Context: an optimization exercise on an open-source flow, tuned for small area, a short achievable clock period and few clock cycles per item. The choices shown serve that exercise and are no tape-out recipe. The RTL was checked by simulation tests, not by an equivalence proof against the original design.

v6:
// cmp_coder
module cmp_coder (
    input  wire        clk,
    input  wire        rst,           
    input  wire        blk_start,
    input  wire [1:0]  blk_order,     
    input  wire        blk_reset,     
    output wire        idle,
    input  wire        in_valid,
    output wire        in_ready,
    input  wire [31:0] in_data,
    input  wire        in_last,
    output wire        out_valid,
    input  wire        out_ready,
    output wire [31:0] out_data,
    output wire        blk_done,
    output wire [31:0] blk_crc,
    output wire [15:0] blk_len,
    output wire [23:0] st_x1,
    output wire [23:0] st_x2,
    output wire [23:0] st_x3,
    output wire [23:0] st_a
);
    reg         busy;         
    reg         open;         
    reg         o_p1, o_p2;   
    reg         o_n1, o_n2;   
    reg  [2:0]  pc;           
    reg         rep;          
    reg         zr;           
    reg         start_q;      
    reg         init_q;       
    reg         rst_q;
    reg         idle_r, ready_r, done_r;
    reg         flush;        
    reg  [4:0]  fill;         
    reg         hv;           
    reg         ov;           
    reg         c_v, c_code, c_last, c_long, c_second;
    reg         l1;           
    wire        done  = done_r;
    wire        start = blk_start && idle_r;
    reg         p_v, p_last;
    reg  [5:0]  p_tot;
    reg         hold, adv;
    assign idle     = idle_r;
    assign in_ready = ready_r;
    wire   take     = in_valid && ready_r;
    wire        busy_n = start || (busy && !done);
    wire        open_n = start || (open && !(take && in_last));
    wire [2:0]  pc_d   = (pc != 3'd0 && adv) ? pc - 3'd1 : pc;
    wire [2:0]  pc_n   = (rst || start) ? 3'd4 : pc_d;
    wire        rep_n  = (pc_d != 3'd0) && (pc_d != 3'd4);
    always @(posedge clk) begin
        rst_q   <= rst;
        start_q <= start && !rst;
        init_q  <= rst || (start && blk_reset);
        if (rst) begin
            busy <= 1'b0;
            open <= 1'b0;
  ...
clock: 15.0 ns
lec_check: 0
cap_margin: 20
core_margin: 2
core_utilization: 60
place_density: 0.75
slew_margin: 20
synth_hierarchical: 1
standard.sh (not shown) runs the stock make flow with config.mk's settings and CLKGATE_MAP_FILE= SYNTH_SCRIPT=/design/flow/synth_recipe.tcl, a recipe that flattens the netlist after the stock synthesis.
==> flow/flow/run.sh <==
#!/bin/bash
set -euo pipefail
cd "$(dirname "$0")/.."
bash standard.sh SETUP_SLACK_MARGIN=10.8 finish > flow_make.log 2>&1
Testbench counts of v6, summed over its fixed seeds: cycles 30,673, items 29,834.
#### Input delta (v7 over v6)
==> flow/run.sh (new file) <==
#!/bin/bash
# synth_recipe.tcl (not shown) runs the flow's synth.tcl, then flattens the netlist and writes it again
# the make line also repeats each setting of config.mk as NAME=value (left out here)
make -C /OpenROAD-flow-scripts/flow DESIGN_CONFIG=/design/flow/config.mk WORK_HOME=/design/flow/orfs CLKGATE_MAP_FILE= SYNTH_SCRIPT=/design/flow/synth_recipe.tcl finish
removed: flow/flow/run.sh
removed: flow/standard.sh
--- outcome ---
Max wire length across v6 and v7: v6
Final worst setup slack: v7 worse than v6
Sort v6 and v7 by final design instance area without fill, descending, and v6 comes first.
Compared to v6, v7 has area growth from synthesis to layout 1.5 points lower.

cmp_coder, a different RTL version from the one above (not shown whole).
Size in the first run: ~450 flip-flops, roughly 0.031 mm² of cells after synthesis.
export LEC_CHECK = 0
export CAP_MARGIN = 20
export CORE_MARGIN = 2
export CORE_UTILIZATION = 60
export PLACE_DENSITY = 0.75
export SLEW_MARGIN = 20
create_clock -name core_clock -period 15.0 [get_ports {clk}]
==> flow/flow/run.sh <==
#!/bin/bash
set -euo pipefail
cd "$(dirname "$0")/.."
bash standard.sh SETUP_SLACK_MARGIN=10.8 finish > flow_make.log 2>&1
Testbench counts at the start, summed over its fixed seeds: cycles 30,598, items 29,834.
Change:
Settings changed: SYNTH_HIERARCHICAL set to 1.
Result:
- design area hardly moves
- wire length grows by 0.53%
- worst hold slack gains 0.040 ns
- register-to-register slack improves by 0.16 ns
- global-route usage is about the same
- worst setup slack is worse by 0.0097 ns
- area after synthesis goes up by 0.80%
- utilization falls by 1.1 points
- non-clock buffer count goes down by 22

## run 4
cmp_coder, a different RTL version from the one above (not shown whole).
Size: about 3400 cells after synthesis, ~220 I/O pins, roughly 31000 um2 of cells after synthesis.
==> flow/design.v (excerpt) <==
module cmp_coder (
    input  wire        clk,
    input  wire        rst,           
    input  wire        blk_start,
    input  wire [1:0]  blk_order,     
    input  wire        blk_reset,     
    output wire        idle,
    input  wire        in_valid,
    output wire        in_ready,
    input  wire [31:0] in_data,
    input  wire        in_last,
    output wire        out_valid,
    input  wire        out_ready,
    output wire [31:0] out_data,
    output wire        blk_done,
    output wire [31:0] blk_crc,
    output wire [15:0] blk_len,
    output wire [23:0] st_x1,
    output wire [23:0] st_x2,
    output wire [23:0] st_x3,
    output wire [23:0] st_a
);
clock: 15.0 ns
lec_check: 0
cap_margin: 20
core_margin: 2
core_utilization: 60
place_density: 0.75
slew_margin: 20
synth_hierarchical: 1
Scripts as last shown in full above: flow/flow/run.sh
Testbench counts of run 4, summed over its fixed seeds: cycles 30,562, items 29,834.
[inputs] run 5 vs run 4
- SYNTH_HIERARCHICAL: 1 -> unset
--- outcome ---
Wire: run 5 routes less than run 4
In run 5, the count of clock buffers in the final design came out 2 below the value in run 4.
Number of port buffers came out exactly the same in run 4 and run 5.
[run 5] sequential share of layout area fell 0.25 points relative to run 4
Run comparison: run 4 startpoint of the worst setup timing path crc[17]$_SDFFE_PP0P_; run 5 startpoint of the worst setup timing path s1_sat$_DFFE_PP_
Max freq run 4 -> run 5: degraded
Run 5 was carried through to the last stage, and its layout satisfied the timing, design-rule and antenna checks.

[afterwards: timing with drivers on the ports]
Ports are ideal in the flow. The routed layouts listed here were re-timed in OpenROAD. Step 1 assumes that a clkbuf_16 drives the clock port and a buf_2 every other input. Step 2, shift: input delay + t, output delay - t, t = (earliest + latest rising clock arrival at the registers) / 2. This alone moves slack from input paths to output paths. a / b / c = ideal ports / drivers / drivers and shift; a / b = the first two.
| run | t, ns | setup slack, ns | hold slack, ns |
|---|---|---|---|
| v6 | 0.671 | 10.669 / 10.608 / 10.253 | 0.412 / 0.412 / 0.412 |
| v7 | 0.667 | 10.203 / 10.216 / 9.574 | 0.427 / 0.427 / 0.427 |
| the first run of note 2 | 0.665 | 10.714 / 10.654 / 10.218 | 0.413 / 0.413 / 0.413 |
| the second run of note 2 | 0.661 | 10.704 / 10.643 / 10.238 | 0.453 / 0.453 / 0.453 |
| run 4 | 0.659 | 10.826 / 10.765 / 10.291 | 0.433 / 0.433 / 0.433 |
| run 5 | 0.655 | 10.619 / 10.619 / 10.180 | 0.426 / 0.426 / 0.426 |
After both steps every run listed still meets setup and hold. The setup slack of v7, which loses most, moves by +0.013 ns with the drivers and by -0.629 ns with both steps.
